From an optimization exercise on the open Yosys and OpenROAD flow, aimed at small area, a short achievable clock period and few clock cycles per item; shortcuts taken in it are not production practice. Where RTL was checked, it was by simulation tests only, not by an equivalence proof against the original. For run 1, only the layout was checked, not whether the RTL still works. Power figures rest on the tool's default switching activity, not on a simulated workload.

[design.v]
module stream_filter (
    input  wire        clk,
    input  wire        rst,          
    input  wire        cfg_we,
    input  wire [31:0] cfg_wdata,
    output wire [31:0] cfg_rdata,
    output reg         cfg_err,
    input  wire        in_valid,
    input  wire [31:0] in_data,
    output wire        in_ready,
    output reg         out_valid,
    output reg  [31:0] out_val,
    output reg         out_emit
);
    localparam [2:0] F_NONE = 3'd0,
                     F_AVG  = 3'd1,
                     F_MED3 = 3'd2,
                     F_IIR  = 3'd3;
    localparam NST = 3;
    function integer nsteps(input integer s);
        nsteps = (s == 3) ? 11 : 10;
    endfunction
    function [37:0] add38(input [37:0] a, input [37:0] b, input ci);
        reg c;
        integer i;
        begin
            c = ci;
            for (i = 0; i < 38; i = i + 1) begin
                add38[i] = a[i] ^ b[i] ^ c;
                c = (a[i] & b[i]) | (a[i] & c) | (b[i] & c);
            end
        end
    endfunction
    function ge32(input [31:0] a, input [31:0] b);
        reg [31:0] p, q;
        reg c;
        integer i;
        begin
            p = a ^ 32'h8000_0000;
            q = ~(b ^ 32'h8000_0000);
            c = 1'b1;
            for (i = 0; i < 32; i = i + 1)
                c = (p[i] & q[i]) | (p[i] & c) | (q[i] & c);
            ge32 = c;
        end
    endfunction
    reg [2:0] filter;
    reg [6:0] param;
    reg [7:0] decim;
    reg       bat_en;
    reg       policy;
    assign cfg_rdata = {6'd0, policy, bat_en, decim, 1'b0, param, 5'd0, filter};
    wire [2:0] w_filter = cfg_wdata[2:0];
    wire [6:0] w_param  = cfg_wdata[14:8];
    wire [7:0] w_decim  = cfg_wdata[23:16];
    wire pz_lo   = ~|w_param[3:0];
    wire pz_hi   = ~|w_param[6:4];
    wire p_zero  = pz_lo & pz_hi;
    wire p_iir   = pz_hi & ~pz_lo;
    wire p_avg   = (w_param[6] & ~|w_param[5:0]) | (~w_param[6] & |w_param[5:1]);
    wire w_ok    = |w_decim & ~w_filter[2] &
                   ((~w_filter[0] & p_zero) | (w_filter[0] & ~w_filter[1] & p_avg) |
                    (w_filter[0] & w_filter[1] & p_iir));
    wire cfg_take = cfg_we && w_ok;
    always @(posedge clk) begin
        if (rst) begin
            filter  <= F_NONE;
            param   <= 7'd0;
            decim   <= 8'd1;
            bat_en  <= 1'b0;
            policy  <= 1'b0;
            cfg_err <= 1'b0;
        end else begin
            cfg_err <= cfg_we && !w_ok;
            if (cfg_take) begin
                filter <= w_filter;
                param  <= w_param;
                decim  <= w_decim;
                bat_en <= cfg_wdata[24];
                policy <= cfg_wdata[25];
            end
        end
    end
    reg  [2:0] c_filter;
    reg  [6:0] c_param;
    always @(posedge clk) begin
        c_filter <= filter;
        c_param  <= param;
    end
    wire       f_avg  = (c_filter == F_AVG);
    wire       f_med  = (c_filter == F_MED3);
    wire       f_iir  = (c_filter == F_IIR);
    wire [5:0] ring_m = f_avg ? c_param[5:0] - 6'd1 : f_med ? 6'd3 : 6'd0;    
    wire [6:0] cap    = f_avg ? c_param : 7'd3;  
    wire [3:0] kk     = c_param[3:0];            
    reg  [5:0] rot;                  
    reg        nrdy;                 
    reg        rdy_o;                
    assign in_ready = rdy_o;
    wire take = in_valid && !nrdy;   
    reg  [31:0] r0;
    reg  [31:0] s1  [0:0];
    reg  [31:0] s2  [0:1];
    reg  [31:0] s4  [0:3];
    reg  [31:0] s8  [0:7];
    reg  [31:0] s16 [0:15];
    reg  [31:0] s32 [0:31];
    wire [31:0] o1 = ring_m[0] ? s1[0]   : r0;
    wire [31:0] o2 = ring_m[1] ? s2[1]   : o1;
    wire [31:0] o3 = ring_m[2] ? s4[3]   : o2;
    wire [31:0] o4 = ring_m[3] ? s8[7]   : o3;
    wire [31:0] o5 = ring_m[4] ? s16[15] : o4;
    wire [31:0] o6 = ring_m[5] ? s32[31] : o5;    
    integer i;
    always @(posedge clk) begin
        r0     <= take ? in_data : o6;
        s1[0]  <= r0;
        s2[0]  <= o1;
        s4[0]  <= o2;
        s8[0]  <= o3;
        s16[0] <= o4;
        s32[0] <= o5;
        s2[1]  <= s2[0];
        for (i = 1; i < 4;  i = i + 1) s4[i]  <= s4[i-1];
        for (i = 1; i < 8;  i = i + 1) s8[i]  <= s8[i-1];
        for (i = 1; i < 16; i = i + 1) s16[i] <= s16[i-1];
        for (i = 1; i < 32; i = i + 1) s32[i] <= s32[i-1];
    end
    reg clr;                         
    wire [5:0] rot_nxt = (take || rot >= ring_m) ? 6'd0 : rot + 6'd1;
    wire       rdy_nxt = (rot_nxt == 6'd0);
    wire       rdy_d   = rdy_nxt || rst || clr;
    always @(posedge clk) begin
        rot   <= (rst || clr) ? 6'd0 : rot_nxt;
        nrdy  <= !(rdy_d || cfg_take);
        rdy_o <= rdy_d || cfg_take;
    end
    reg                v1;           
    reg  [6:0]         ncnt;         
    reg  [37:0]        acc;          
    reg  [7:0]         dcnt;         
    reg                bc;           
    always @(posedge clk) begin
        if (rst)
            v1 <= 1'b0;
        else
            v1 <= take;
        clr <= rst || cfg_take;
    end
    wire [31:0] x     = r0;
    wire [37:0] x38   = {{6{x[31]}}, x};
    wire        full  = (ncnt == cap);
    wire        first = (ncnt == 7'd1);
    reg         ci_iir;          
    always @(posedge clk)
        if (rst)
            ci_iir <= 1'b0;
        else if (cfg_take)
            ci_iir <= (w_filter == F_IIR);
    wire [37:0] sum   = add38(x38, acc, ci_iir);
    wire [3:0]  sh    = first ? 4'd0 : kk;
    wire [32:0] st0   = sum[32:0];
    wire [32:0] st1   = sh[0] ? {st0[32],      st0[32:1]} : st0;
    wire [32:0] st2   = sh[1] ? {{2{st1[32]}}, st1[32:2]} : st1;
    wire [32:0] st3   = sh[2] ? {{4{st2[32]}}, st2[32:4]} : st2;
    wire [32:0] st4   = sh[3] ? {{8{st3[32]}}, st3[32:8]} : st3;
    wire [37:0] minu  = f_iir ? acc : sum;
    wire [37:0] subt  = f_iir ? {{5{st4[32]}}, st4} : (full ? {{6{o6[31]}}, o6} : 38'd0);
    wire [37:0] nacc  = add38(minu, ~subt, 1'b1);
    wire [31:0] b  = s1[0];
    wire [31:0] c  = s2[0];
    wire        ab = ge32(x, b);
    wire        ac = ge32(x, c);
    wire        lt2 = (ncnt[6:2] == 5'd0) && !(ncnt[1] && ncnt[0]);    
    wire [31:0] med = (!f_med || lt2 || ab != ac) ? x : (bc == ab) ? b : c;
    wire [5:0]  nm1   = ncnt[5:0] - 6'd1;        
    wire [37:0] sumr  = add38(sum, {32'd0, nm1}, 1'b0);
    wire [31:0] y     = f_iir ? ~nacc[31:0] : med;
    wire [37:0] w     = f_avg ? (sum[37] ? sumr : sum) : {{6{y[31]}}, y};
    wire [5:0]  dm1   = f_avg ? nm1 : 6'd0;      
    wire emit_now = (dcnt + 8'd1 == decim);
    always @(posedge clk) begin
        if (clr) begin
            ncnt <= 7'd1;
            acc  <= 38'd0;
            dcnt <= 8'd0;
        end else if (v1) begin
            if (!full)
                ncnt <= ncnt + 7'd1;
            acc  <= nacc;
            dcnt <= emit_now ? 8'd0 : dcnt + 8'd1;
        end
        if (v1)
            bc <= ab;
    end
    function [36:0] steps;           
        input [5:0]  rem;
        input [30:0] w;              
        input [5:0]  nm;             
        input        ng;             
        input integer k;
        reg   [6:0]  t, d, gn, pr, nb;
        reg   [7:0]  cy;
        integer j, i;
        begin
            for (j = 0; j < k; j = j + 1) begin
                t     = {rem, w[30]};
                nb    = {1'b1, nm};
                gn    = t & nb;
                pr    = t ^ nb;
                cy[0] = 1'b0;
                for (i = 0; i < 7; i = i + 1)
                    cy[i+1] = gn[i] | (pr[i] & cy[i]);
                d = pr ^ cy[6:0];
                w   = {w[29:0], cy[7] ^ ng};
                rem = cy[7] ? d[5:0] : t[5:0];
            end
            steps = {rem, w};
        end
    endfunction
    reg        dv [1:NST];
    reg  [5:0] dr [1:NST];
    reg [30:0] dw [1:NST];
    reg  [5:0] dn [1:NST];
    reg        dg [1:NST];           
    reg        de [1:NST];           
    always @(posedge clk) begin
        if (rst)
            dv[1] <= 1'b0;
        else
            dv[1] <= v1;
        {dr[1], dw[1]} <= w[36:0];
        dn[1] <= ~dm1;
        dg[1] <= w[37];
        de[1] <= emit_now && bat_en;
    end
    genvar g;
    generate
        for (g = 2; g <= NST; g = g + 1) begin : stage
            wire [36:0] s = (g == 2) ? steps(dr[1] ^ {6{dg[1]}}, dw[1] ^ {31{dg[1]}}, dn[1], dg[1], nsteps(1))
                                     : steps(dr[g-1], dw[g-1], dn[g-1], dg[g-1], nsteps(g-1));
            always @(posedge clk) begin
                if (rst)
                    dv[g] <= 1'b0;
                else
                    dv[g] <= dv[g-1];
                {dr[g], dw[g]} <= s;
                dn[g] <= dn[g-1];
                dg[g] <= dg[g-1];
                de[g] <= de[g-1];
            end
        end
    endgenerate
    wire [36:0] sl  = steps(dr[NST], dw[NST], dn[NST], dg[NST], nsteps(NST));
    wire [31:0] res = {dg[NST], sl[30:0]};
    always @(posedge clk) begin
        if (rst) begin
            out_valid <= 1'b0;
            out_val   <= 32'd0;
            out_emit  <= 1'b0;
        end else begin
            out_valid <= dv[NST];
            out_emit  <= dv[NST] && de[NST];
            if (dv[NST])
                out_val <= res;
        end
    end
endmodule
[flow/run.sh]
#!/bin/bash
# Layout: the standard flow (standard.sh), with the port buffers that
# ORFS's placement step adds made sky130_fd_sc_hd__buf_2 cells. Everything
# else, synthesis included, is the standard flow unchanged.
set -euo pipefail
export BUFFER_PORTS_ARGS="-buffer_cell sky130_fd_sc_hd__buf_2"
bash standard.sh finish > standard_flow.log 2>&1
[standard.sh]
#!/bin/bash
# synth_recipe.tcl (not shown) runs the flow's synth.tcl, then flattens the netlist and writes it again
# the make line also repeats each setting of config.mk as NAME=value (left out here)
make -C /OpenROAD-flow-scripts/flow DESIGN_CONFIG=/design/flow/config.mk WORK_HOME=/design/flow/orfs CLKGATE_MAP_FILE= SYNTH_SCRIPT=/design/flow/synth_recipe.tcl "${@:-finish}"
[config.mk]
export PLATFORM = sky130hd
export DESIGN_NAME = stream_filter
export DESIGN_NICKNAME = stream_filter
export VERILOG_FILES = /design/flow/design.v
export SDC_FILE = /design/flow/constraint.sdc
export NUM_CORES = 4
export LEC_CHECK = 0
export ABC_AREA = 1
export CAP_MARGIN = 0
export CORE_MARGIN = 2
export CORE_UTILIZATION = 60
export CTS_BUF_LIST = sky130_fd_sc_hd__clkbuf_8
export CTS_CLUSTER_DIAMETER = 50
export CTS_CLUSTER_SIZE = 16
export PLACE_DENSITY = 0.75
export SLEW_MARGIN = 0
[constraint.sdc]
create_clock -name core_clock -period 120.0 [get_ports {clk}]
set_input_delay 24.0000 -clock core_clock [delete_from_list [all_inputs] [get_ports {clk}]]
set_output_delay 24.0000 -clock core_clock [all_outputs]
set_load 0.01 [all_outputs]
==> results of run 1 <==
## routing by layer
layer	track usage [%]	part of all wire [%]	up-vias
met3	3.44	4.5	228
met1	28.7	48	16600
met4	7.63	2.8	0
met2	32.0	45	730
met5	0	0	-
li1	-	-	17400
## metrics by stage
stage | setup WS (ns) | power (mW) | instances | cell area, um^2
floorplan | 94.34 | 1.27 | 5408 | 65900
global placement | 92.81 | 1.34 | 6800 | 67800
detailed placement | 92.75 | 1.37 | 6800 | 67800
CTS | 93.74 | 1.76 | 7042 | 71000
global route | 93.19 | 1.85 | 7043 | 71000
finish | 93.62 | 1.74 | 7046 | 71000
## final timing paths
check             cells after the start                      end  slack [ns]
setup / recovery                      9             nrdy$_DFF_P_       93.62
setup reg to reg                    110  out_val[0]$_SDFFE_PP0P_       94.94
hold reg to reg                       0       s32[8][29]$_DFF_P_        0.29
hold / removal                        0       s32[8][29]$_DFF_P_        0.29
## power groups by stage
stage	Combinational, mW	Clock (mW)	Sequential (mW)
2_1_floorplan	0.279	0	0.989
3_5_place_dp	0.356	0	1.01
5_1_grt	0.406	0.435	1.01
4_1_cts	0.355	0.405	0.996
3_3_place_gp	0.335	0	1.00
6_report	0.354	0.393	0.993
## worst max-delay path, delay by kind of cell
kind / cells / cell delay [ns]
AO/OA/AOI/OAI: 1 / 0.31
buffers and inverters: 3 / 0.91
AND/OR/NAND/NOR: 5 / 1.91
## cells in the final DEF (no fill, tap or decap), types with 6 or more instances in the layout
master / synthesis / layout
dfxtp_1: 2315 / 2314
nand2_1: 869 / 867
inv_1: 420 / 426
o21ai_0: 316 / 316
fa_1: 228 / 228
clkbuf_8: 2 / 190
nor2_1: 190 / 188
nand3_1: 158 / 154
buf_2: 1 / 111
a21oi_1: 92 / 92
ha_1: 80 / 80
mux2i_1: 78 / 78
xor2_1: 74 / 74
mux2_2: 67 / 67
o211ai_1: 52 / 52
o22ai_1: 39 / 39
a31oi_1: 35 / 35
nand2_2: 32 / 34
buf_4: 15 / 29
a22o_1: 26 / 26
nand2_4: 24 / 24
o21ai_2: 12 / 13
conb_1: 1 / 12
clkinv_8: 0 / 12
o21ai_1: 14 / 11
inv_4: 8 / 8
inv_6: 2 / 8
nand4_1: 8 / 8
nor3_1: 9 / 8
inv_8: 0 / 8
xnor2_1: 8 / 7
clkinvlp_4: 0 / 7
inv_2: 6 / 6
clkinv_4: 3 / 6
a22oi_1: 6 / 6
## registers in the layout (all words and copies together), names as in the netlist, 38 cells and up
name  count
s32    1024
s16     512
s8      256
s4      128
dw       93
s2       64
acc      38
## synth_stat cells, drive strengths merged (4+ instances only)
cell type,count,area share [%]
dfxtp,2315,70
nand2,925,5.7
inv,436,2.5
o21ai,344,2.7
fa,228,6.9
nor2,192,1.1
nand3,161,1.3
clkbuf,131,0.78
a21oi,94,0.73
ha,80,1.5
mux2i,79,1.2
xor2,74,0.98
mux2,69,1.2
o211ai,52,0.59
o22ai,39,0.37
a31oi,35,0.33
buf,30,0.27
a22o,26,0.35
nor3,9,0.068
xnor2,9,0.13
nand4,8,0.076
or2,7,0.070
a22oi,6,0.068
clkinv,5,0.051
o21bai,5,0.057
o221ai,5,0.066
a21boi,4,0.097
## logic make-up after synthesis
group                    count (synthesis)  synth area share (%)
AND/OR/NAND/NOR                       1310                  8.35
multiplexers                           148                  2.40
XOR/XNOR                                83                  1.12
buffers and inverters                  603                  3.66
adder cells (fa/ha/maj)                308                  8.45
other                                    1               0.00569
AO/OA/AOI/OAI                          628                  5.60
flip-flops                            2316                  70.4
## cell type report
cell class                      count  area (um^2)  area share, %
Antenna cell                        4         10.0         0.0141
Inverter                          441         1700           2.39
Multi-Input combinational cell   2489        17200           24.2
Tap cell                         1414         1770           2.49
Clock buffer                      190         2620           3.68
Sequential cell                  2316        46400           65.3
Clock inverter                     52          587          0.826
Timing Repair Buffer              140          773           1.09
==> flow_metrics.py, run 1 <==
metrics = {
    "place": {
        "port_buffers": 111,
        "dp_hpwl_um": 75900,
        "gp_congestion": 0.915,
    },
    "clock_tree": {
        "cts_tree": "yes",
        "cts_sinks": 2316,
        "cts_root_buf": "clkbuf_8",
        "cts_resized": 0,
        "htreeDepth": 4,
        "clk_latency_ns": 0.87,
        "clkTransAtPathRegs_ns": 0.09,
        "clockBufferDepth": 3,
        "post_cts_buffers": 0,
        "cts_buffers": 180,
        "cts_hold_buf": 0,
    },
    "setup_path": {
        "cp_slowest_cell": "nor2_1",
        "worstPathRequired_ns": 120.76,
        "crit_fanout": 24,
        "cp.arrival_ns": 27.14,
        "crit_chain": "buf_2 > nor3_1 > nand4_1 > o311ai_0 > nand2_1 > nor2_1 > inv_1 > nand3_1 > inv_1",
        "worstSetupStartpoint": "cfg_wdata[14]",
        "critPathMaxStageDelay_ns": 0.94,
        "end_kind": "flop",
        "cpMostUsedCell": "inv_1",
        "start_kind": "input pin",
        "r2r_start": "dn[3][0]$_DFF_P_",
        "critPathKind": "in -> reg",
    },
    "synth": {
        "yosys_warnings": 13,
        "yosysUniqueCellTypes": 69,
        "ys_ff_latch": 2316,
        "synth_edf_count": 1,
        "yosysSeqAreaShare_pct": 70.4,
        "synthCells": 5397,
        "syn-cell-area_mm2": 0.0659,
        "synthArstFlopShare_pct": 0,
        "syn_avg_cell_area_um2": 12.2,
        "synthFlopType": "dfxtp_1",
    },
    "timing": {
        "period_needed_ns": 26.38,
        "hold_slack_ns": 0.294,
        "fin_crit_sh_pct": 22.0,
        "tightest_slew_ns": 1.24,
        "fin_skew_ns": 0.0396,
        "tns_ns": 0,
        "max_slew_margin_pct": 16.9,
        "setup_viol": 0,
        "final-hold-violation-count": 0,
        "slew_violations": 0,
        "rsz0062_at_grt": "false",
        "fmax_mhz": 37.9,
    },
    "routing": {
        "routed_wl_um": 113000,
        "vias": 34900,
        "vias_per_cell": 4.95,
        "drt_iter0_markers": 2387,
        "drc_errors": 0,
        "firstDrtPassIters": 8,
        "ant_nets": 0,
        "avgRoutedWirePerCell_um": 16.0,
    },
    "global_route": {
        "overflow": 0,
        "antenna_found_initial": 7,
        "grt_pass1_vias": 34700,
        "grt_usage_pct": 20.4,
        "grt_max_degree": 86,
        "grt_pass1_wl_um": 182000,
    },
    "final_layout": {
        "syn_to_final_growth_pct": 7.85,
        "final_util_pct": 65.2,
        "layout.nets": 5944,
        "fillCellCount": 7879,
        "final_layout_size_suffix_gt1_share_pct": 10.1,
    },
    "pwr": {
        "p_comb_share_pct": 20.3,
        "switching_share_pct": 29.1,
        "p_clk_share_pct": 22.6,
        "ir_drop_uv": 16.3,
        "seq_power_share_pct": 57.1,
        "p_per_area_mw_per_mm2": 24.5,
        "p_sw_mw": 0.506,
        "power.internal_mw": 1.23,
        "p_leak_nw": 31.6,
    },
    "die": {
        "rows": 121,
        "core_mm2": 0.109,
        "die_w_um": 335,
        "die_h_um": 335,
        "io_pins": 136,
        "initial_core_util_pct": 60.5,
        "die_area_mm2": 0.112,
    },
    "flow_run": {
        "max_cap_violations": 0,
    },
    "outcome": {
        "status": "no timing/DRC/antenna violations",
    },
    "min_path": {
        "hold_class": "reg -> reg",
        "worstHoldStart": "s32[7][29]$_DFF_P_",
    },
}
==> inputs of run 2 (changes only) <==
--- a/design.v
+++ b/design.v
@@ -155,6 +155,3 @@
     always @(posedge clk)
-        if (rst)
-            ci_iir <= 1'b0;
-        else if (cfg_take)
-            ci_iir <= (w_filter == F_IIR);
+        ci_iir <= (filter == F_IIR);
     wire [37:0] sum   = add38(x38, acc, ci_iir);
--- a/config.mk
+++ b/config.mk
@@ -8,3 +8,3 @@
 export ABC_AREA = 1
-export CAP_MARGIN = 0
+export CAP_MARGIN = 20
 export CORE_MARGIN = 2
@@ -15,2 +15,2 @@
 export PLACE_DENSITY = 0.75
-export SLEW_MARGIN = 0
+export SLEW_MARGIN = 70
==> run 2 against run 1 <==
Net effect: critical path depth shrank 8; global-route usage grew 0.64 points; clock skew grew 0.017 ns; sequential share of layout area shrank 0.53 points; largest power group unchanged; maximum frequency grew 3.6%; die area is essentially flat; utilization grew 0.57 points.
==> flow_metrics.py, run 2 <==
metrics = {
    "outcome": {
        "status": "no timing/DRC/antenna violations",
    },
    "timing": {
        "fin_skew_ns": 0.0565,
        "slew_violations": 0,
        "tightest_slew_ns": 0.462,
        "period_needed_ns": 25.45,
        "fmax_mhz": 39.3,
        "rsz0062_at_grt": "false",
        "final-hold-violation-count": 0,
        "max_slew_margin_pct": 68.3,
        "setup_viol": 0,
        "fin_crit_sh_pct": 21.2,
        "tns_ns": 0,
    },
    "synth": {
        "yosysTopAreaCellShare_pct": 70.4,
        "yosysSeqAreaShare_pct": 70.4,
        "yosysTopAreaCell": "dfxtp_1",
        "ys_ff_latch": 2316,
        "synth_edf_count": 1,
        "syn_avg_cell_area_um2": 12.2,
        "yosysMostFrequentCell": "dfxtp_1",
        "syn-cell-area_mm2": 0.0658,
        "synthArstFlopShare_pct": 0,
        "synth_top_cells_by_area": "dfxtp_1 70%, fa_1 6.9%, nand2_1 4.9%",
        "synthFlopType": "dfxtp_1",
        "yosysUniqueCellTypes": 63,
        "synthCells": 5402,
        "yosys_warnings": 13,
        "synth_common_cells": "2315 x dfxtp_1, 864 x nand2_1, 421 x inv_1",
    },
    "die": {
        "die_h_um": 335,
        "core_mm2": 0.109,
        "die_area_mm2": 0.112,
        "die_w_um": 335,
        "initial_core_util_pct": 60.5,
        "io_pins": 136,
        "rows": 121,
    },
    "flow_run": {
        "max_cap_violations": 0,
    },
    "routing": {
        "drt_iter0_markers": 2331,
        "routed_wl_um": 116000,
        "ant_nets": 0,
        "vias_per_cell": 4.96,
        "firstDrtPassIters": 6,
        "wl_met2_um": 52400,
        "route.met3.wl_um": 5760,
        "avgRoutedWirePerCell_um": 16.4,
        "top_layer": "met4",
        "m1WireLength_um": 54900,
        "drc_errors": 0,
        "vias": 35000,
    },
    "final_layout": {
        "layout_common_cells": "2302 x dfxtp_1, 860 x nand2_1, 419 x inv_1, 305 x o21ai_0, 228 x fa_1",
        "fin_cells": 7069,
        "largest_register_ffs": 1024,
        "layout.nets": 5971,
        "largestRegisters": "s32 x1024, s16 x512, s8 x256",
        "final_util_pct": 65.8,
        "syn_to_final_growth_pct": 8.82,
        "final_common_cell": "dfxtp_1",
        "largest_register": "s32",
        "final_layout_size_suffix_gt1_share_pct": 11.3,
    },
    "clock_tree": {
        "cts_buffers": 181,
        "clk_latency_ns": 0.91,
        "cts_resized": 0,
        "cts_root_buf": "clkbuf_8",
        "cts_hold_buf": 0,
        "clockBufferDepth": 3,
        "post_cts_buffers": 0,
        "clkTransAtPathRegs_ns": 0.09,
        "htreeDepth": 4,
        "cts_tree": "yes",
        "cts_sinks": 2316,
    },
    "setup_path": {
        "crit_fanout": 4,
        "r2r_cells": 110,
        "critPathMaxStageDelay_ns": 0.40,
        "r2r-end": "out_val[0]$_SDFFE_PP0P_",
        "cp_top_family": "flip-flops",
        "start_kind": "flop",
        "end_kind": "output port",
        "critPathKind": "reg -> out",
        "worstPathRequired_ns": 96.00,
        "rrSetupSlack_ns": 95.14,
        "cp.arrival_ns": 1.45,
        "r2r_start": "dn[3][0]$_DFF_P_",
        "crit_buf_inv": 1,
        "cp_slowest_cell": "dfxtp_1",
        "crit_chain": "buf_2",
    },
    "pwr": {
        "p_per_area_mw_per_mm2": 24.6,
        "p_leak_nw": 31.9,
        "ir_drop_uv": 17.2,
    },
    "place": {
        "gp_congestion": 0.931,
        "dp_hpwl_um": 80000,
        "port_buffers": 111,
        "dp_cells": 6824,
    },
    "min_path": {
        "worstHoldStart": "s16[13][2]$_DFF_P_",
        "hold_end": "s16[14][2]$_DFF_P_",
        "whs_path_depth": 0,
        "hold_class": "reg -> reg",
    },
    "global_route": {
        "grt_pass1_vias": 35100,
        "grt_max_degree": 66,
        "antenna_found_initial": 11,
        "grt_pass1_wl_um": 186000,
        "overflow": 0,
        "grt_usage_pct": 21.1,
    },
}
## run 2: cell types whose count changed after synthesis, sizes merged, moves of 2 or more
| cell | delta |
|---|---|
| o211ai | -6 |
| nor2 | +4 |
| a22oi | -3 |
| o22ai | +3 |
| a21oi | +2 |
| clkbuf | +2 |
| inv | +2 |
| nor4 | +2 |
## run 2: kinds of logic after synthesis
| group | after synthesis | synth area share [%] |
|---|---|---|
| buffers and inverters | 606 | 3.65 |
| other | 1 | 0.00570 |
| xor gates and xnor gates | 83 | 1.12 |
| DFF | 2316 | 70.4 |
| and+or+nand+nor | 1315 | 8.38 |
| adders and majority gates | 308 | 8.45 |
| muxes | 148 | 2.39 |
| AOI/OAI and AO/OA | 625 | 5.56 |
## run 2: cell type report
class / count / area (um^2)
antenna: 2 / 5.00
clock buffer: 184 / 2530
clock inverter: 57 / 697
fill: 7816 / 37200
inverter: 443 / 1720
multi-input combinational: 2491 / 17400
sequential: 2316 / 46400
tap: 1414 / 1770
timing repair buffer: 162 / 1170
## run 2: worst max path at each step
| stage | endpoint | depth (start not counted) | from | slack (ns) |
|---|---|---|---|---|
| 4_1_cts | cfg_rdata[10] | 1 | param[2]$_SDFFE_PP0P_ | 94.44 |
| 6_report | cfg_rdata[2] | 1 | filter[2]$_SDFFE_PP0P_ | 94.55 |
| 5_1_grt | out_val[0]$_SDFFE_PP0P_ | 110 | dn[3][0]$_DFF_P_ | 93.57 |
| 3_3_place_gp | filter[0]$_SDFFE_PP0P_ | 10 | cfg_wdata[14] | 93.99 |
| 2_1_floorplan | decim[1]$_SDFFE_PP0P_ | 9 | cfg_wdata[14] | 94.45 |
| 3_5_place_dp | filter[0]$_SDFFE_PP0P_ | 10 | cfg_wdata[14] | 94.11 |
## run 2: per-stage QoR
| step | hold slack [ns] | worst slack [ns] | total power, mW | cell area (um^2) |
|---|---|---|---|---|
| 2_1_floorplan | 0.310 | 94.45 | 1.28 | 65900 |
| 3_3_place_gp | 0.310 | 93.99 | 1.35 | 67900 |
| 3_5_place_dp | 0.312 | 94.11 | 1.38 | 68300 |
| 4_1_cts | 0.298 | 94.44 | 1.78 | 71600 |
| 5_1_grt | 0.305 | 93.57 | 1.87 | 71600 |
| 6_report | 0.302 | 94.55 | 1.76 | 71600 |
## run 2: power breakdown
part           total, mW  internal, mW  switching (mW)
combinational      0.370         0.143           0.227
clock              0.396         0.153           0.242
sequential         0.996         0.943          0.0522
total               1.76          1.24           0.521
## run 2: per-layer routing
layer	global-route usage, %	vias up
met5	0	-
met4	7.61	0
met3	3.53	198
met2	32.8	784
met1	29.9	16700
li1	-	17400
Testbench counts of run 2, summed over its fixed seeds: cycles 17,423, items 17,303.
==> inputs of run 3 (changes only) <==
--- a/config.mk
+++ b/config.mk
@@ -15,2 +15,2 @@
 export PLACE_DENSITY = 0.75
-export SLEW_MARGIN = 70
+export SLEW_MARGIN = 20
==> run 3 against run 2 <==
Net effect: still clean; clock skew fell by 0.0099 ns; combinational power fell by 1%; register-to-register slack got worse by 0.10 ns; critical endpoint unchanged; highest routed layer unchanged.
==> flow_metrics.py, run 3 <==
metrics = {
    "timing": {
        "fin_crit_sh_pct": 21.2,
        "period_needed_ns": 25.41,
        "slew_violations": 0,
        "tns_ns": 0,
        "fmax_mhz": 39.3,
        "final-hold-violation-count": 0,
        "fin_skew_ns": 0.0466,
        "setup_viol": 0,
        "max_slew_margin_pct": 29.7,
        "tightest_slew_ns": 1.05,
        "rsz0062_at_grt": "false",
    },
    "final_layout": {
        "syn_to_final_growth_pct": 7.77,
        "final_common_cell": "dfxtp_1",
        "final_layout_size_suffix_gt1_share_pct": 10.1,
        "layout.nets": 5952,
        "largest_register": "s32",
        "fillCellCount": 7941,
        "final_area_mm2": 0.0710,
        "largestRegisters": "s32 x1024, s16 x512, s8 x256",
        "final_util_pct": 65.2,
        "largest_register_ffs": 1024,
        "layout_common_cells": "2314 x dfxtp_1, 862 x nand2_1, 424 x inv_1, 314 x o21ai_0, 228 x fa_1",
    },
    "min_path": {
        "hold_class": "reg -> reg",
    },
    "global_route": {
        "overflow": 0,
        "antenna_found_initial": 10,
        "grt_pass1_vias": 34800,
        "grt_usage_pct": 20.9,
        "grt_pass1_wl_um": 185000,
        "grt_max_degree": 88,
    },
    "setup_path": {
        "cp_top_family": "flip-flops",
        "crit_fanout": 4,
        "crit_chain": "buf_2",
        "critPathKind": "reg -> out",
        "cp_slowest_cell": "dfxtp_1",
        "worstPathRequired_ns": 96.00,
        "crit_buf_inv": 1,
        "start_kind": "flop",
        "end_kind": "output port",
        "cp.arrival_ns": 1.41,
        "critPathMaxStageDelay_ns": 0.39,
    },
    "routing": {
        "vias_per_cell": 4.94,
        "drt_iter0_markers": 2135,
        "drc_errors": 0,
        "vias": 34800,
        "avgRoutedWirePerCell_um": 16.4,
        "ant_nets": 0,
        "firstDrtPassIters": 6,
        "routed_wl_um": 116000,
    },
    "pwr": {
        "p_leak_nw": 31.6,
        "power_mw": 1.75,
        "p_per_area_mw_per_mm2": 24.6,
        "ir_drop_uv": 17.2,
    },
    "synth": {
        "synth_top_cells_by_area": "dfxtp_1 70%, fa_1 6.9%, nand2_1 4.9%",
        "synthArstFlopShare_pct": 0,
        "yosys_warnings": 13,
        "syn-cell-area_mm2": 0.0658,
        "yosysMostFrequentCell": "dfxtp_1",
        "yosysUniqueCellTypes": 63,
        "syn_avg_cell_area_um2": 12.2,
        "synthCells": 5402,
        "synth_common_cells": "2315 x dfxtp_1, 864 x nand2_1, 421 x inv_1",
        "yosysTopAreaCell": "dfxtp_1",
        "yosysTopAreaCellShare_pct": 70.4,
        "ys_ff_latch": 2316,
        "synth_edf_count": 1,
        "synthFlopType": "dfxtp_1",
        "yosysSeqAreaShare_pct": 70.4,
    },
    "clock_tree": {
        "clkTransAtPathRegs_ns": 0.09,
        "cts_buffers": 178,
        "cts_sinks": 2316,
        "htreeDepth": 4,
        "cts_root_buf": "clkbuf_8",
        "clockBufferDepth": 3,
        "clk_latency_ns": 0.87,
        "cts_resized": 0,
        "cts_tree": "yes",
        "post_cts_buffers": 0,
        "cts_hold_buf": 0,
    },
    "outcome": {
        "status": "no timing/DRC/antenna violations",
    },
    "die": {
        "rows": 121,
        "core_mm2": 0.109,
        "die_area_mm2": 0.112,
        "die_w_um": 335,
        "die_h_um": 335,
        "initial_core_util_pct": 60.5,
        "io_pins": 136,
    },
    "place": {
        "port_buffers": 111,
        "place_area_mm2": 0.0679,
        "gp_congestion": 0.931,
        "dp_hpwl_um": 78800,
    },
    "flow_run": {
        "max_cap_violations": 0,
    },
}
## run 3: changes by cell type in the layout (fill, tap and decap cells not counted), moves of 9 or more
cell | previous run | this run
buf_4 | 24 | 34
buf_6 | 10 | 0
buf_8 | 10 | 1
dfxtp_1 | 2302 | 2314
mux2i_1 | 65 | 79
mux2i_2 | 12 | 0
o21ai_0 | 305 | 314
o21ai_1 | 22 | 13
## run 3: per-stage QoR
stage / hold WS (ns) / setup WS [ns] / cells
floorplan: 0.310 / 94.45 / 5413
global placement: 0.310 / 93.99 / 6809
detailed placement: 0.312 / 93.93 / 6809
CTS: 0.303 / 94.50 / 7039
global route: 0.311 / 93.49 / 7042
finish: 0.310 / 94.59 / 7043
## run 3: cells by family (layout without fill, tap and decap cells)
group                    Yosys count  after routing  share of synthesized area, %
multiplexers                     148            148                          2.39
AO/OA/AOI/OAI                    625            625                          5.56
AND/OR/NAND/NOR                 1315           1315                          8.38
buffers and inverters            606            819                          3.65
flip-flops                      2316           2316                          70.4
XOR/XNOR                          83             83                          1.12
other                              1             15                       0.00570
adder cells (fa/ha/maj)          308            308                          8.45
## run 3: area by class of cell
cell class,count,area (um^2),area share (%)
clock buffer,183,2520,3.55
antenna,3,7.51,0.0106
sequential,2316,46400,65.4
tap,1414,1770,2.49
clock inverter,47,548,0.772
multi-input combinational,2491,17200,24.2
inverter,443,1710,2.41
timing repair buffer,146,826,1.16
## run 3: worst paths after layout
kind / cells past startpoint / slack, ns / startpoint / end
max: 1 / 94.59 / filter[2]$_SDFFE_PP0P_ / cfg_rdata[2]
min: 0 / 0.31 / s32[29][19]$_DFF_P_ / s32[30][19]$_DFF_P_
max reg2reg: 110 / 95.04 / dn[3][0]$_DFF_P_ / out_val[0]$_SDFFE_PP0P_
min reg2reg: 0 / 0.31 / s32[29][19]$_DFF_P_ / s32[30][19]$_DFF_P_
## run 3: metal layers
layer  global-route usage, %  wire (um)  vias to the layer above  share of wire [%]
li1                        -          -                    17300                  -
met1                    29.8      55400                    16500                 48
met2                    32.9      52300                      759                 45
met3                    3.42       5630                      181                4.9
met4                    6.56       2490                        0                2.2
met5                       0          0                        -                  0
## run 3: power by group
part / switching (mW) / internal [mW] / total (mW) / leakage [nW]
clock: 0.237 / 0.150 / 0.387 / 1.58
sequential: 0.0519 / 0.943 / 0.995 / 19.4
combinational: 0.226 / 0.140 / 0.366 / 10.6
total: 0.514 / 1.23 / 1.75 / 31.6
==> inputs of run 4 (changes only) <==
--- a/flow/run.sh
+++ b/flow/run.sh
@@ -5,3 +5,3 @@
 set -euo pipefail
-export BUFFER_PORTS_ARGS="-buffer_cell sky130_fd_sc_hd__buf_2"
+export BUFFER_PORTS_ARGS="-buffer_cell sky130_fd_sc_hd__buf_1"
 bash standard.sh finish > standard_flow.log 2>&1
==> run 4 against run 3 <==
Net effect: highest routed layer unchanged; critical endpoint is now cfg_rdata[17]; sequential share of layout area hardly changed; critical path type unchanged; largest cell class unchanged; utilization barely moved; clock-buffer cell count rose by 5; power grew 0.26%; critical path depth unchanged.
==> flow_metrics.py, run 4 <==
metrics = {
    "synth": {
        "synth_xor_area_share_pct": 1.12,
        "yosysTopAreaCell": "dfxtp_1",
        "synth_top_family_by_area": "adder cells",
        "synth_compound_area_share_pct": 5.56,
        "synthAdderAreaFrac_pct": 8.45,
        "yosysSeqAreaShare_pct": 70.4,
        "synth-simple-area-share_pct": 8.38,
        "synth_common_cells": "2315 x dfxtp_1, 864 x nand2_1, 421 x inv_1",
        "syn_avg_cell_area_um2": 12.2,
        "synth_top_cells_by_area": "dfxtp_1 70%, fa_1 6.9%, nand2_1 4.9%",
        "yosysMostFrequentCell": "dfxtp_1",
        "yosysTopAreaCellShare_pct": 70.4,
        "syn-cell-area_mm2": 0.0658,
        "synth.area.mux_share_pct": 2.39,
        "synthFlopType": "dfxtp_1",
        "synthArstFlopShare_pct": 0,
        "yosys_warnings": 13,
        "ys_ff_latch": 2316,
        "synth_edf_count": 1,
        "synthCells": 5402,
        "yosysUniqueCellTypes": 63,
    },
    "die": {
        "die_w_um": 335,
        "die_area_mm2": 0.112,
        "rows": 121,
        "initial_core_util_pct": 60.5,
        "io_pins": 136,
        "core_mm2": 0.109,
        "die_h_um": 335,
    },
    "final_layout": {
        "layout.nets": 5958,
        "layout_common_cells": "2314 x dfxtp_1, 862 x nand2_1, 424 x inv_1, 314 x o21ai_0, 228 x fa_1",
        "largestRegisters": "s32 x1024, s16 x512, s8 x256",
        "largest_register": "s32",
        "fillCellCount": 7960,
        "syn_to_final_growth_pct": 7.71,
        "final_layout_size_suffix_gt1_share_pct": 8.31,
        "seqCellArea_mm2": 0.0464,
        "multiInputGateArea_mm2": 0.0172,
        "largest_register_ffs": 1024,
        "final_common_cell": "dfxtp_1",
    },
    "clock_tree": {
        "cts_tree": "yes",
        "cts_hold_buf": 0,
        "clk_latency_ns": 0.93,
        "clkTransAtPathRegs_ns": 0.09,
        "post_cts_buffers": 0,
        "htreeDepth": 4,
        "clockBufferDepth": 3,
        "cts_root_buf": "clkbuf_8",
        "cts_sinks": 2316,
        "cts_buffers": 181,
        "cts_resized": 0,
    },
    "pwr": {
        "p_leak_nw": 31.3,
        "p_per_area_mw_per_mm2": 24.7,
        "ir_drop_uv": 17.3,
    },
    "setup_path": {
        "cp_top_family": "flip-flops",
        "worstPathRequired_ns": 96.00,
        "cp_slowest_cell": "dfxtp_1",
        "end_kind": "output port",
        "crit_buf_inv": 1,
        "crit_chain": "buf_1",
        "r2r-end": "out_val[0]$_SDFFE_PP0P_",
        "critPathKind": "reg -> out",
        "crit_fanout": 3,
        "r2r_cells": 110,
        "start_kind": "flop",
        "r2r_start": "dn[3][0]$_DFF_P_",
        "rrSetupSlack_ns": 94.88,
        "cp.arrival_ns": 1.48,
        "critPathMaxStageDelay_ns": 0.40,
    },
    "outcome": {
        "status": "no timing/DRC/antenna violations",
    },
    "timing": {
        "max_slew_margin_pct": 30.5,
        "fin_crit_sh_pct": 21.2,
        "setup_viol": 0,
        "slew_violations": 0,
        "fin_skew_ns": 0.0515,
        "layout_setup_ws_ns": 94.52,
        "period_needed_ns": 25.48,
        "tightest_slew_ns": 1.04,
        "tns_ns": 0,
        "final-hold-violation-count": 0,
        "fmax_mhz": 39.2,
        "rsz0062_at_grt": "false",
    },
    "place": {
        "dp_hpwl_um": 78600,
        "port_buffers": 111,
        "gp_congestion": 0.941,
        "pre_cts_ws_ns": 93.89,
    },
    "routing": {
        "vias_per_cell": 4.94,
        "ant_nets": 0,
        "avgRoutedWirePerCell_um": 16.5,
        "vias": 34900,
        "firstDrtPassIters": 7,
        "routed_wl_um": 117000,
        "drc_errors": 0,
        "drt_iter0_markers": 2425,
    },
    "min_path": {
        "hold_end": "s16[12][9]$_DFF_P_",
        "hold_class": "reg -> reg",
        "worstHoldStart": "s16[11][9]$_DFF_P_",
        "whs_path_depth": 0,
    },
    "global_route": {
        "grt_usage_pct": 21.1,
        "grt_pass1_wl_um": 186000,
        "overflow": 0,
        "grt_max_degree": 98,
        "antenna_found_initial": 8,
        "grt_pass1_vias": 34600,
    },
    "flow_run": {
        "max_cap_violations": 0,
    },
}
## run 4: cell counts after synthesis
Identical to the previous run, type by type.
## run 4: area by class of cell
class / instances / area share (%)
Antenna cell: 5 / 0.0176
Clock buffer: 188 / 3.65
Clock inverter: 48 / 0.799
Inverter: 443 / 2.41
Multi-Input combinational cell: 2491 / 24.2
Sequential cell: 2316 / 65.4
Tap cell: 1414 / 2.49
Timing Repair Buffer: 149 / 0.990
## run 4: cells by family (layout without fill, tap and decap cells)
logic type	Yosys count	in the layout
and+or+nand+nor	1315	1315
DFF	2316	2316
adders and majority gates	308	308
AOI/OAI and AO/OA	625	625
other	1	17
xor gates and xnor gates	83	83
buffers and inverters	606	828
muxes	148	148
## run 4: where the power goes
group	switching, mW	leakage [nW]	internal, mW
logic	0.225	10.2	0.140
clock network	0.241	1.62	0.150
registers	0.0526	19.4	0.943
## run 4: worst max path at each step
stage,slack (ns),startpoint,cells past startpoint,endpoint
after floorplan,94.45,cfg_wdata[14],9,decim[1]$_SDFFE_PP0P_
after detailed placement,93.89,cfg_wdata[14],10,bat_en$_SDFFE_PP0P_
after CTS,94.42,filter[2]$_SDFFE_PP0P_,1,cfg_rdata[2]
final,94.52,decim[1]$_SDFFE_PP0P_,1,cfg_rdata[17]
after global routing,93.21,dn[3][0]$_DFF_P_,110,out_val[0]$_SDFFE_PP0P_
after global placement,93.99,cfg_wdata[14],10,nrdy$_DFF_P_
## run 4: metrics by stage
| step | hold WS (ns) | instances | power (mW) | cell area (um^2) | utilization, % |
|---|---|---|---|---|---|
| 2_1_floorplan | 0.310 | 5413 | 1.28 | 65900 | - |
| 3_3_place_gp | 0.310 | 6813 | 1.35 | 67700 | 62.2 |
| 3_5_place_dp | 0.312 | 6813 | 1.38 | 67700 | 62.2 |
| 4_1_cts | 0.298 | 7049 | 1.77 | 70900 | 65.1 |
| 5_1_grt | 0.304 | 7050 | 1.86 | 70900 | 65.1 |
| 6_report | 0.298 | 7054 | 1.75 | 70900 | 65.1 |
## run 4: routing by layer
metal	global-route usage, %	routed length (um)
met2	32.6	52200
met5	0	0
met1	30.1	55600
met4	7.71	3320
met3	3.60	5600
==> inputs of run 5 (changes only) <==
--- a/flow/run.sh
+++ b/flow/run.sh
@@ -5,3 +5,3 @@
 set -euo pipefail
-export BUFFER_PORTS_ARGS="-buffer_cell sky130_fd_sc_hd__buf_1"
+export BUFFER_PORTS_ARGS="-buffer_cell sky130_fd_sc_hd__buf_2"
 bash standard.sh finish > standard_flow.log 2>&1
--- a/config.mk
+++ b/config.mk
@@ -11,6 +11,6 @@
 export CORE_UTILIZATION = 60
-export CTS_BUF_LIST = sky130_fd_sc_hd__clkbuf_8
-export CTS_CLUSTER_DIAMETER = 50
-export CTS_CLUSTER_SIZE = 16
+export CTS_BUF_LIST = sky130_fd_sc_hd__clkbuf_16
+export CTS_CLUSTER_DIAMETER = 60
+export CTS_CLUSTER_SIZE = 28
 export PLACE_DENSITY = 0.75
-export SLEW_MARGIN = 20
+export SLEW_MARGIN = 40
==> run 5 against run 4 <==
Net effect: clock power increased by 13%; critical path depth increased by 9; synthesized cell count did not move; sequential power hardly changed; critical path type is now in -> reg; synthesized area stayed put; sequential share of layout area shrank 0.70 points; sequential cell count stayed put.
==> flow_metrics.py, run 5 <==
metrics = {
    "outcome": {
        "status": "no timing/DRC/antenna violations",
    },
    "final_layout": {
        "final_common_cell": "dfxtp_1",
        "largest_register": "s32",
        "final_area_mm2": 0.0717,
        "layout.nets": 5889,
        "syn_to_final_growth_pct": 8.89,
        "fin_cells": 6981,
        "largest_register_ffs": 1024,
        "largestRegisters": "s32 x1024, s16 x512, s8 x256",
        "fillCellCount": 7809,
        "final_layout_size_suffix_gt1_share_pct": 9.23,
        "layout_common_cells": "2311 x dfxtp_1, 862 x nand2_1, 422 x inv_1, 314 x o21ai_0, 228 x fa_1",
        "final_util_pct": 65.9,
    },
    "synth": {
        "yosysSeqAreaShare_pct": 70.4,
        "yosysTopAreaCell": "dfxtp_1",
        "ys_ff_latch": 2316,
        "synth_edf_count": 1,
        "synth_top_cells_by_area": "dfxtp_1 70%, fa_1 6.9%, nand2_1 4.9%",
        "synthCells": 5402,
        "yosys_warnings": 13,
        "yosysUniqueCellTypes": 63,
        "yosysMostFrequentCell": "dfxtp_1",
        "synth_common_cells": "2315 x dfxtp_1, 864 x nand2_1, 421 x inv_1",
        "syn-cell-area_mm2": 0.0658,
        "syn_avg_cell_area_um2": 12.2,
        "synthFlopType": "dfxtp_1",
        "yosysTopAreaCellShare_pct": 70.4,
        "synthArstFlopShare_pct": 0,
    },
    "timing": {
        "slew_violations": 0,
        "period_needed_ns": 25.36,
        "rsz0062_at_grt": "false",
        "setup_viol": 0,
        "fin_skew_ns": 0.0356,
        "fmax_mhz": 39.4,
        "tns_ns": 0,
        "hold_slack_ns": 0.305,
        "fin_crit_sh_pct": 21.1,
        "final-hold-violation-count": 0,
        "layout_setup_ws_ns": 94.64,
        "max_slew_margin_pct": 47.9,
        "tightest_slew_ns": 0.781,
    },
    "setup_path": {
        "crit_chain": "buf_2 > nor3_1 > nand4_1 > o311ai_0 > nand2_1 > nor2_1 > buf_4 > inv_1 > o21ai_0 > a21oi_1",
        "worstSetupStartpoint": "cfg_wdata[14]",
        "start_kind": "input pin",
        "crit_fanout": 21,
        "critPathKind": "in -> reg",
        "r2r_cells": 110,
        "cp_slowest_cell": "o311ai_0",
        "cp_top_family": "compound AO/OA/AOI/OAI gates",
        "crit_buf_inv": 3,
        "r2r-end": "out_val[0]$_SDFFE_PP0P_",
        "critPathMaxStageDelay_ns": 0.38,
        "cp_num_cells": 10,
        "end_kind": "flop",
        "crit_end": "bat_en$_SDFFE_PP0P_",
        "worstPathRequired_ns": 120.60,
        "rrSetupSlack_ns": 94.87,
        "r2r_start": "dn[3][0]$_DFF_P_",
        "cp.arrival_ns": 25.95,
    },
    "die": {
        "io_pins": 136,
        "die_h_um": 335,
        "initial_core_util_pct": 60.5,
        "die_area_mm2": 0.112,
        "die_w_um": 335,
        "core_mm2": 0.109,
        "rows": 121,
    },
    "routing": {
        "vias": 35000,
        "avgRoutedWirePerCell_um": 17.1,
        "routed_wl_um": 119000,
        "drt_iter0_markers": 2030,
        "drc_errors": 0,
        "firstDrtPassIters": 8,
        "ant_nets": 0,
        "vias_per_cell": 5.01,
    },
    "clock_tree": {
        "cts_hold_buf": 0,
        "cts_sinks": 2316,
        "cts_resized": 0,
        "htreeDepth": 3,
        "post_cts_buffers": 0,
        "clk_latency_ns": 0.75,
        "clockBufferDepth": 3,
        "clkTransAtPathRegs_ns": 0.10,
        "cts_tree": "yes",
        "cts_root_buf": "clkbuf_16",
        "cts_buffers": 115,
    },
    "place": {
        "port_buffers": 111,
        "place_area_mm2": 0.0679,
        "pre_cts_ws_ns": 93.91,
        "gp_congestion": 0.931,
        "dp_hpwl_um": 79100,
        "dp_cells": 6810,
    },
    "global_route": {
        "grt_pass1_vias": 35100,
        "grt_pass1_wl_um": 189000,
        "overflow": 0,
        "antenna_found_initial": 10,
        "grt_max_degree": 88,
        "grt_usage_pct": 21.4,
    },
    "flow_run": {
        "max_cap_violations": 0,
    },
    "pwr": {
        "p_leak_nw": 31.8,
        "ir_drop_uv": 21.9,
        "power_mw": 1.81,
        "p_per_area_mw_per_mm2": 25.2,
    },
    "min_path": {
        "hold_class": "reg -> reg",
        "worstHoldStart": "s32[22][20]$_DFF_P_",
    },
}
## run 5: cell counts after synthesis
Identical to the previous run, type by type.
## run 5: how the worst min path moves through the flow
stage,to,slack (ns),cells after the start
6_report,s32[23][20]$_DFF_P_,0.31,0
5_1_grt,s32[23][20]$_DFF_P_,0.30,0
4_1_cts,s32[23][20]$_DFF_P_,0.31,0
3_5_place_dp,s32[29][0]$_DFF_P_,0.31,0
3_3_place_gp,s16[5][8]$_DFF_P_,0.31,0
2_1_floorplan,de[2]$_DFF_P_,0.31,0
## run 5: cell families (layout without fill, tap and decap cells)
group | after synthesis | after routing | synth area share [%]
xor gates and xnor gates | 83 | 83 | 1.12
adders and majority gates | 308 | 308 | 8.45
DFF | 2316 | 2316 | 70.4
muxes | 148 | 148 | 2.39
buffers and inverters | 606 | 759 | 3.65
other | 1 | 13 | 0.00570
AOI/OAI and AO/OA | 625 | 625 | 5.56
and+or+nand+nor | 1315 | 1315 | 8.38
## run 5: layer usage
layer / part of all wire, % / vias up / track usage [%]
met5: 0.022 / - / 0
met4: 2.6 / 4 / 6.10
met3: 4.6 / 210 / 3.25
met2: 47 / 727 / 35.0
met1: 46 / 16800 / 29.9
li1: - / 17200 / -
## run 5: power breakdown
group          leakage (nW)  internal (mW)  switching, mW
Clock                  1.81          0.189          0.253
Sequential             19.4          0.943         0.0544
Combinational          10.6          0.140          0.227
Total                  31.8           1.27          0.534
## run 5: final cells by class
class                   instances  area [um^2]  area share [%]
flip-flops and latches       2316        46400            64.7
multi-input cells            2491        17200            24.0
clock buffers                 116         2900            4.05
well taps                    1414         1770            2.47
inverters                     443         1710            2.39
clock inverters                54          858            1.20
repair buffers                146          842            1.17
diodes                          1         2.50         0.00349
==> inputs of run 6 (changes only) <==
--- a/config.mk
+++ b/config.mk
@@ -11,6 +11,6 @@
 export CORE_UTILIZATION = 60
-export CTS_BUF_LIST = sky130_fd_sc_hd__clkbuf_16
-export CTS_CLUSTER_DIAMETER = 60
-export CTS_CLUSTER_SIZE = 28
+export CTS_BUF_LIST = sky130_fd_sc_hd__clkbuf_4
+export CTS_CLUSTER_DIAMETER = 40
+export CTS_CLUSTER_SIZE = 10
 export PLACE_DENSITY = 0.75
-export SLEW_MARGIN = 40
+export SLEW_MARGIN = 20
==> run 6 against run 5 <==
Net effect: final cell count increased by 2.7%; critical path depth down 9; first-iteration DRC count shrank 0.59%; critical endpoint is now cfg_rdata[17]; largest power group unchanged; power decreased by 4.6%; register-to-register slack gained 0.17 ns; cell area shrank 1.5%; worst hold slack lost 0.042 ns; still clean.
==> flow_metrics.py, run 6 <==
metrics = {
    "setup_path": {
        "crit_chain": "buf_2",
        "cp_top_family": "flip-flops",
        "worstPathRequired_ns": 96.00,
        "critPathKind": "reg -> out",
        "worstSetupStartpoint": "decim[1]$_SDFFE_PP0P_",
        "cp_num_cells": 1,
        "rrSetupSlack_ns": 95.04,
        "end_kind": "output port",
        "crit_end": "cfg_rdata[17]",
        "cp_slowest_cell": "dfxtp_1",
        "cp.arrival_ns": 1.73,
        "r2r-end": "out_val[0]$_SDFFE_PP0P_",
        "crit_fanout": 3,
        "crit_buf_inv": 1,
        "critPathMaxStageDelay_ns": 0.40,
        "r2r_cells": 110,
        "r2r_start": "dn[3][0]$_DFF_P_",
        "start_kind": "flop",
    },
    "timing": {
        "tns_ns": 0,
        "max_slew_margin_pct": 30.4,
        "period_needed_ns": 25.73,
        "fin_skew_ns": 0.0994,
        "setup_viol": 0,
        "tightest_slew_ns": 1.04,
        "fin_crit_sh_pct": 21.4,
        "hold_slack_ns": 0.263,
        "final-hold-violation-count": 0,
        "rsz0062_at_grt": "false",
        "slew_violations": 0,
        "fmax_mhz": 38.9,
    },
    "final_layout": {
        "final_area_mm2": 0.0706,
        "layout.nets": 6072,
        "layout_common_cells": "2314 x dfxtp_1, 862 x nand2_1, 421 x inv_1, 314 x o21ai_0, 307 x clkbuf_4",
        "final_layout_size_suffix_gt1_share_pct": 12.0,
        "seqCellArea_mm2": 0.0464,
        "largest_register_ffs": 1024,
        "final_util_pct": 64.9,
        "fillCellCount": 8065,
        "largestRegisters": "s32 x1024, s16 x512, s8 x256",
        "multiInputGateArea_mm2": 0.0172,
        "final_common_cell": "dfxtp_1",
        "largest_register": "s32",
        "syn_to_final_growth_pct": 7.29,
    },
    "die": {
        "core_mm2": 0.109,
        "die_area_mm2": 0.112,
        "die_h_um": 335,
        "initial_core_util_pct": 60.5,
        "io_pins": 136,
        "rows": 121,
        "die_w_um": 335,
    },
    "global_route": {
        "antenna_found_initial": 9,
        "grt_pass1_wl_um": 185000,
        "grt_pass1_vias": 35800,
        "grt_usage_pct": 20.9,
        "overflow": 0,
        "grt_max_degree": 88,
    },
    "synth": {
        "syn-cell-area_mm2": 0.0658,
        "yosys_warnings": 13,
        "synth_top_family_by_area": "adder cells",
        "yosysTopAreaCell": "dfxtp_1",
        "yosysTopAreaCellShare_pct": 70.4,
        "yosysSeqAreaShare_pct": 70.4,
        "synth.area.mux_share_pct": 2.39,
        "synth_edf_count": 1,
        "syn_avg_cell_area_um2": 12.2,
        "synth_common_cells": "2315 x dfxtp_1, 864 x nand2_1, 421 x inv_1",
        "synth_xor_area_share_pct": 1.12,
        "synthFlopType": "dfxtp_1",
        "synth_top_cells_by_area": "dfxtp_1 70%, fa_1 6.9%, nand2_1 4.9%",
        "synth-simple-area-share_pct": 8.38,
        "synthAdderAreaFrac_pct": 8.45,
        "synth_compound_area_share_pct": 5.56,
        "yosysMostFrequentCell": "dfxtp_1",
        "ys_ff_latch": 2316,
        "synthArstFlopShare_pct": 0,
        "synthCells": 5402,
        "yosysUniqueCellTypes": 63,
    },
    "routing": {
        "drt_iter0_markers": 2018,
        "vias_per_cell": 4.97,
        "ant_nets": 0,
        "firstDrtPassIters": 6,
        "routed_wl_um": 115000,
        "drc_errors": 0,
        "avgRoutedWirePerCell_um": 16.1,
        "vias": 35600,
    },
    "clock_tree": {
        "cts_sinks": 2316,
        "htreeDepth": 5,
        "cts_tree": "yes",
        "clkTransAtPathRegs_ns": 0.10,
        "cts_root_buf": "clkbuf_4",
        "cts_buffers": 298,
        "cts_hold_buf": 0,
        "post_cts_buffers": 0,
        "cts_resized": 0,
        "clk_latency_ns": 1.20,
        "clockBufferDepth": 4,
    },
    "pwr": {
        "p_leak_nw": 31.6,
        "p_per_area_mw_per_mm2": 24.4,
        "ir_drop_uv": 16.7,
        "power_mw": 1.72,
    },
    "outcome": {
        "status": "no timing/DRC/antenna violations",
    },
    "min_path": {
        "hold_class": "reg -> reg",
    },
    "place": {
        "gp_congestion": 0.931,
        "port_buffers": 111,
        "dp_hpwl_um": 78800,
        "place_area_mm2": 0.0679,
    },
    "flow_run": {
        "max_cap_violations": 0,
    },
}
-- run 6: changes by cell type in the layout (fill, tap and decap cells not counted), sizes merged --
cell,previous run,this run
clkbuf,116,307
clkinv,26,20
bufinv,0,6
diode,1,8
clkinvlp,3,11
inv,468,451
-- run 6: metrics by stage --
stage | std cells | setup WS, ns
after floorplan | 5413 | 94.45
final | 7170 | 94.27
after global placement | 6809 | 93.99
after global routing | 7168 | 93.48
after detailed placement | 6809 | 93.93
after CTS | 7161 | 94.11
-- run 6: worst min-delay path by stage --
| stage | endpoint | slack [ns] | start | cells past startpoint |
|---|---|---|---|---|
| after global placement | s16[5][8]$_DFF_P_ | 0.31 | s16[4][8]$_DFF_P_ | 0 |
| after detailed placement | s32[1][26]$_DFF_P_ | 0.31 | s32[0][26]$_DFF_P_ | 0 |
| final | s32[4][1]$_DFF_P_ | 0.26 | s32[3][1]$_DFF_P_ | 0 |
| after floorplan | de[2]$_DFF_P_ | 0.31 | de[1]$_DFF_P_ | 0 |
| after global routing | s32[4][1]$_DFF_P_ | 0.23 | s32[3][1]$_DFF_P_ | 0 |
| after CTS | s32[4][1]$_DFF_P_ | 0.23 | s32[3][1]$_DFF_P_ | 0 |
-- run 6: report_power, final --
group	total, mW	switching, mW	internal, mW
sequential	0.994	0.0510	0.943
clock	0.364	0.229	0.135
combinational	0.365	0.225	0.140
-- run 6: area by class of cell --
class | instances | share of cell area, %
inverters | 443 | 2.42
diodes | 8 | 0.0283
repair buffers | 146 | 1.17
well taps | 1414 | 2.50
flip-flops and latches | 2316 | 65.6
clock inverters | 45 | 0.616
clock buffers | 307 | 3.26
multi-input cells | 2491 | 24.3
-- run 6: logic make-up (layout without fill, tap and decap cells) --
logic type / Yosys count / after routing
flip-flops: 2316 / 2316
AND/OR/NAND/NOR: 1315 / 1315
AO/OA/AOI/OAI: 625 / 625
buffers and inverters: 606 / 941
adder cells (fa/ha/maj): 308 / 308
multiplexers: 148 / 148
XOR/XNOR: 83 / 83
other: 1 / 20
-- run 6: metal layers --
metal / GRT usage (%) / vias to the layer above / share of wire (%)
li1: - / 17700 / -
met2: 32.4 / 831 / 45
met3: 4.27 / 206 / 5.3
met5: 0 / - / 0
met4: 7.61 / 0 / 2.3
met1: 29.1 / 16900 / 47
==> inputs of run 7 (changes only) <==
--- a/design.v
+++ b/design.v
@@ -198,4 +198,5 @@
         input integer k;
-        reg   [6:0]  t, d, gn, pr, nb;
-        reg   [7:0]  cy;
+        reg   [6:0]  t, cy;
+        reg   [5:0]  e;
+        reg          q;
         integer j, i;
@@ -204,11 +205,10 @@
                 t     = {rem, w[30]};
-                nb    = {1'b1, nm};
-                gn    = t & nb;
-                pr    = t ^ nb;
                 cy[0] = 1'b0;
-                for (i = 0; i < 7; i = i + 1)
-                    cy[i+1] = gn[i] | (pr[i] & cy[i]);
-                d = pr ^ cy[6:0];
-                w   = {w[29:0], cy[7] ^ ng};
-                rem = cy[7] ? d[5:0] : t[5:0];
+                for (i = 0; i < 6; i = i + 1) begin
+                    e[i]    = nm[i] ^ cy[i];
+                    cy[i+1] = (t[i] & nm[i]) | (t[i] & cy[i]) | (nm[i] & cy[i]);
+                end
+                q   = t[6] | cy[6];
+                w   = {w[29:0], q ^ ng};
+                rem = q ? (t[5:0] ^ e) : t[5:0];
             end
==> config.mk (replaced) <==
export PLATFORM = sky130hd
export DESIGN_NAME = stream_filter
export DESIGN_NICKNAME = stream_filter
export VERILOG_FILES = /design/flow/design.v
export SDC_FILE = /design/flow/constraint.sdc
export NUM_CORES = 4
export LEC_CHECK = 0
export ABC_AREA = 1
export CAP_MARGIN = 0
export CORE_MARGIN = 2
export CORE_UTILIZATION = 60
export CTS_BUF_LIST = sky130_fd_sc_hd__clkbuf_8
export CTS_CLUSTER_DIAMETER = 50
export CTS_CLUSTER_SIZE = 16
export PLACE_DENSITY = 0.85
export SLEW_MARGIN = 0
==> run 7 against run 6 <==
Net effect: maximum frequency rose by 0.72%; setup slack improved by 0.18 ns; synthesized area fell by 0.16%; synthesized cell count rose by 0.48%; clock power rose by 5.8%; die area fell by 0.16%; register-to-register slack improved by 0.08 ns; sequential share of layout area fell by 0.064 points; critical path type unchanged; largest power group unchanged.
==> flow_metrics.py, run 7 <==
metrics = {
    "clock_tree": {
        "cts_sinks": 2316,
        "cts_resized": 0,
        "cts_buffers": 177,
        "clockBufferDepth": 3,
        "post_cts_buffers": 0,
        "htreeDepth": 4,
        "cts_hold_buf": 0,
        "clkTransAtPathRegs_ns": 0.09,
        "cts_root_buf": "clkbuf_8",
        "cts_tree": "yes",
        "clk_latency_ns": 0.90,
    },
    "timing": {
        "tns_ns": 0,
        "fin_crit_sh_pct": 21.3,
        "tightest_slew_ns": 1.15,
        "slew_violations": 0,
        "period_needed_ns": 25.55,
        "max_slew_margin_pct": 23.3,
        "rsz0062_at_grt": "false",
        "fin_skew_ns": 0.0759,
        "fmax_mhz": 39.1,
        "final-hold-violation-count": 0,
        "setup_viol": 0,
    },
    "flow_run": {
        "max_cap_violations": 0,
    },
    "setup_path": {
        "r2r_start": "r0[0]$_DFF_P_",
        "end_kind": "output port",
        "worstPathRequired_ns": 96.00,
        "cp_num_cells": 1,
        "cp.arrival_ns": 1.55,
        "crit_chain": "buf_2",
        "crit_fanout": 3,
        "rrSetupSlack_ns": 95.12,
        "cp_slowest_cell": "dfxtp_1",
        "r2r_cells": 67,
        "critPathKind": "reg -> out",
        "cp_top_family": "flip-flops",
        "crit_buf_inv": 1,
        "start_kind": "flop",
        "r2r-end": "acc[37]$_SDFFE_PP0P_",
        "critPathMaxStageDelay_ns": 0.45,
    },
    "pwr": {
        "power_mw": 1.74,
        "p_comb_share_pct": 20.7,
        "p_sw_mw": 0.520,
        "switching_share_pct": 29.8,
        "p_clk_share_pct": 22.0,
        "p_leak_nw": 31.4,
        "ir_drop_uv": 16.3,
        "p_per_area_mw_per_mm2": 24.7,
        "power.internal_mw": 1.22,
        "seq_power_share_pct": 57.3,
    },
    "final_layout": {
        "final_common_cell": "dfxtp_1",
        "syn_to_final_growth_pct": 7.58,
        "multiInputGateArea_mm2": 0.0171,
        "final_layout_size_suffix_gt1_share_pct": 9.08,
        "fin_cells": 7055,
        "layout_common_cells": "2313 x dfxtp_1, 863 x nand2_1, 419 x inv_1, 314 x o21ai_0, 240 x nor2_1",
        "largestRegisters": "s32 x1024, s16 x512, s8 x256",
        "largest_register_ffs": 1024,
        "seqCellArea_mm2": 0.0464,
        "layout.nets": 5958,
        "largest_register": "s32",
        "fillCellCount": 7482,
    },
    "global_route": {
        "grt_pass1_wl_um": 193000,
        "grt_usage_pct": 22.0,
        "grt_pass1_vias": 36200,
        "antenna_found_initial": 6,
        "grt_max_degree": 89,
        "overflow": 0,
    },
    "place": {
        "port_buffers": 111,
        "gp_congestion": 0.923,
        "dp_cells": 6822,
        "dp_hpwl_um": 83000,
    },
    "outcome": {
        "status": "no timing/DRC/antenna violations",
    },
    "die": {
        "core_mm2": 0.109,
        "initial_core_util_pct": 60.5,
        "die_h_um": 335,
        "die_w_um": 335,
        "die_area_mm2": 0.112,
        "io_pins": 136,
        "rows": 121,
    },
    "routing": {
        "drt_iter0_markers": 2735,
        "firstDrtPassIters": 7,
        "vias": 35800,
        "routed_wl_um": 122000,
        "drc_errors": 0,
        "avgRoutedWirePerCell_um": 17.3,
        "ant_nets": 0,
        "vias_per_cell": 5.08,
    },
    "synth": {
        "ys_ff_latch": 2316,
        "synth_common_cells": "2315 x dfxtp_1, 866 x nand2_1, 414 x inv_1",
        "synth_edf_count": 1,
        "yosys_warnings": 13,
        "yosysSeqAreaShare_pct": 70.5,
        "yosysTopAreaCell": "dfxtp_1",
        "yosysTopAreaCellShare_pct": 70.5,
        "synthCells": 5428,
        "syn-cell-area_mm2": 0.0657,
        "synth_top_cells_by_area": "dfxtp_1 71%, fa_1 6.7%, nand2_1 4.9%",
        "yosysUniqueCellTypes": 53,
        "synthArstFlopShare_pct": 0,
        "yosysMostFrequentCell": "dfxtp_1",
        "syn_avg_cell_area_um2": 12.1,
        "synthFlopType": "dfxtp_1",
    },
    "min_path": {
        "hold_class": "reg -> reg",
        "whs_path_depth": 0,
        "hold_end": "s32[18][31]$_DFF_P_",
        "worstHoldStart": "s32[17][31]$_DFF_P_",
    },
}
-- run 7: changes by cell type after synthesis, moves of 8 or more --
| cell | delta |
|---|---|
| mux2i_1 | +12 |
| nand2_2 | -18 |
| nand2_4 | -12 |
| o22ai_1 | +12 |
| nor2_1 | +50 |
| nand3_1 | +8 |
| a211oi_1 | +8 |
| fa_1 | -8 |
| xor2_1 | +11 |
-- run 7: stage by stage --
step,setup slack (ns),util (%),hold WS [ns],instance area [um^2]
5_1_grt,93.86,65.0,0.293,70700
6_report,94.45,65.1,0.292,70700
3_3_place_gp,94.17,62.2,0.310,67700
2_1_floorplan,94.39,-,0.310,65800
4_1_cts,94.36,65.0,0.283,70700
3_5_place_dp,94.05,62.2,0.312,67700
-- run 7: area by class of cell --
| class | count | share of cell area [%] |
|---|---|---|
| Antenna cell | 5 | 0.0177 |
| Multi-Input combinational cell | 2522 | 24.2 |
| Clock buffer | 183 | 3.56 |
| Timing Repair Buffer | 135 | 1.04 |
| Tap cell | 1414 | 2.50 |
| Clock inverter | 45 | 0.733 |
| Sequential cell | 2316 | 65.6 |
| Inverter | 435 | 2.33 |
-- run 7: per-layer routing --
layer  share of wire [%]  GRT usage [%]
met5              0.0057              0
met1                  44           29.1
met4                 3.2           8.83
met2                  47           36.1
met3                 6.2           3.75
-- run 7: power by group through the flow --
stage               Combinational [mW]  Clock, mW  Sequential (mW)
floorplan                        0.276          0            0.988
global placement                 0.336          0             1.00
detailed placement               0.357          0             1.02
CTS                              0.360      0.393             1.00
global route                     0.414      0.420             1.02
finish                           0.361      0.385             1.00
-- run 7: kinds of logic (layout without fill, tap and decap cells) --
logic type                 count (synthesis)  in the layout  synth area share, %
AOI/OAI and AO/OA                        612            612                 5.42
xor gates and xnor gates                  93             93                 1.24
adders and majority gates                303            303                 8.28
buffers and inverters                    601            798                 3.59
DFF                                     2316           2316                 70.5
muxes                                    162            162                 2.62
other                                      1             17              0.00570
and+or+nand+nor                         1340           1340                 8.29
-- run 7: worst max-delay path by stage --
stage / slack (ns) / to / from
3_5_place_dp: 94.05 / decim[2]$_SDFFE_PP0P_ / cfg_wdata[12]
5_1_grt: 93.86 / dr[3][5]$_DFF_P_ / dn[2][2]$_DFF_P_
2_1_floorplan: 94.39 / bat_en$_SDFFE_PP0P_ / cfg_wdata[12]
3_3_place_gp: 94.17 / nrdy$_DFF_P_ / in_valid
4_1_cts: 94.36 / cfg_rdata[11] / param[3]$_SDFFE_PP0P_
6_report: 94.45 / cfg_rdata[11] / param[3]$_SDFFE_PP0P_
Testbench counts of run 7, summed over its fixed seeds: cycles 17,423, items 17,303.

port drivers added, routing unchanged:
In the flow no input, the clock included, has a driving cell. The finished layouts below were timed again as built, in two steps. Step 1: set_driving_cell puts a clkbuf_16 on clk and a buf_2 on each other input, an assumption about the parent block. Step 2 moves the port delays by t, midway between the first and last clock arrival at a register: inputs arrive t later, outputs are due t later. That takes back most of the time a late clock gives input paths. a / b / c = no drivers / after step 1 / after step 2; a / b = the first two.
run | t (ns) | slack for setup (ns) | hold WS [ns] | worst slew at a driven data input, ns | cell pins on the clock port's net
run 1 | 0.922 | 93.623 / 93.669 / 92.747 | 0.294 / 0.294 / 0.294 | 0.04 | 1
run 2 | 0.950 | 94.546 / 94.472 / 94.104 | 0.302 / 0.302 / 0.302 | 0.05 | 1
run 3 | 0.909 | 94.586 / 94.520 / 93.939 | 0.310 / 0.310 / 0.310 | 0.05 | 1
run 4 | 0.963 | 94.522 / 94.455 / 93.880 | 0.298 / 0.298 / 0.298 | 0.06 | 1
run 5 | 0.795 | 94.645 / 94.641 / 93.900 | 0.305 / 0.305 / 0.305 | 0.05 | 1
run 6 | 1.212 | 94.269 / 94.202 / 93.948 | 0.263 / 0.263 / 0.263 | 0.05 | 1
run 7 | 0.923 | 94.453 / 94.385 / 94.084 | 0.292 / 0.292 / 0.292 | 0.06 | 1
After both steps every run listed still meets setup and hold. The setup slack of run 1, which loses most, moves by +0.046 ns with the drivers and by -0.876 ns with both steps.
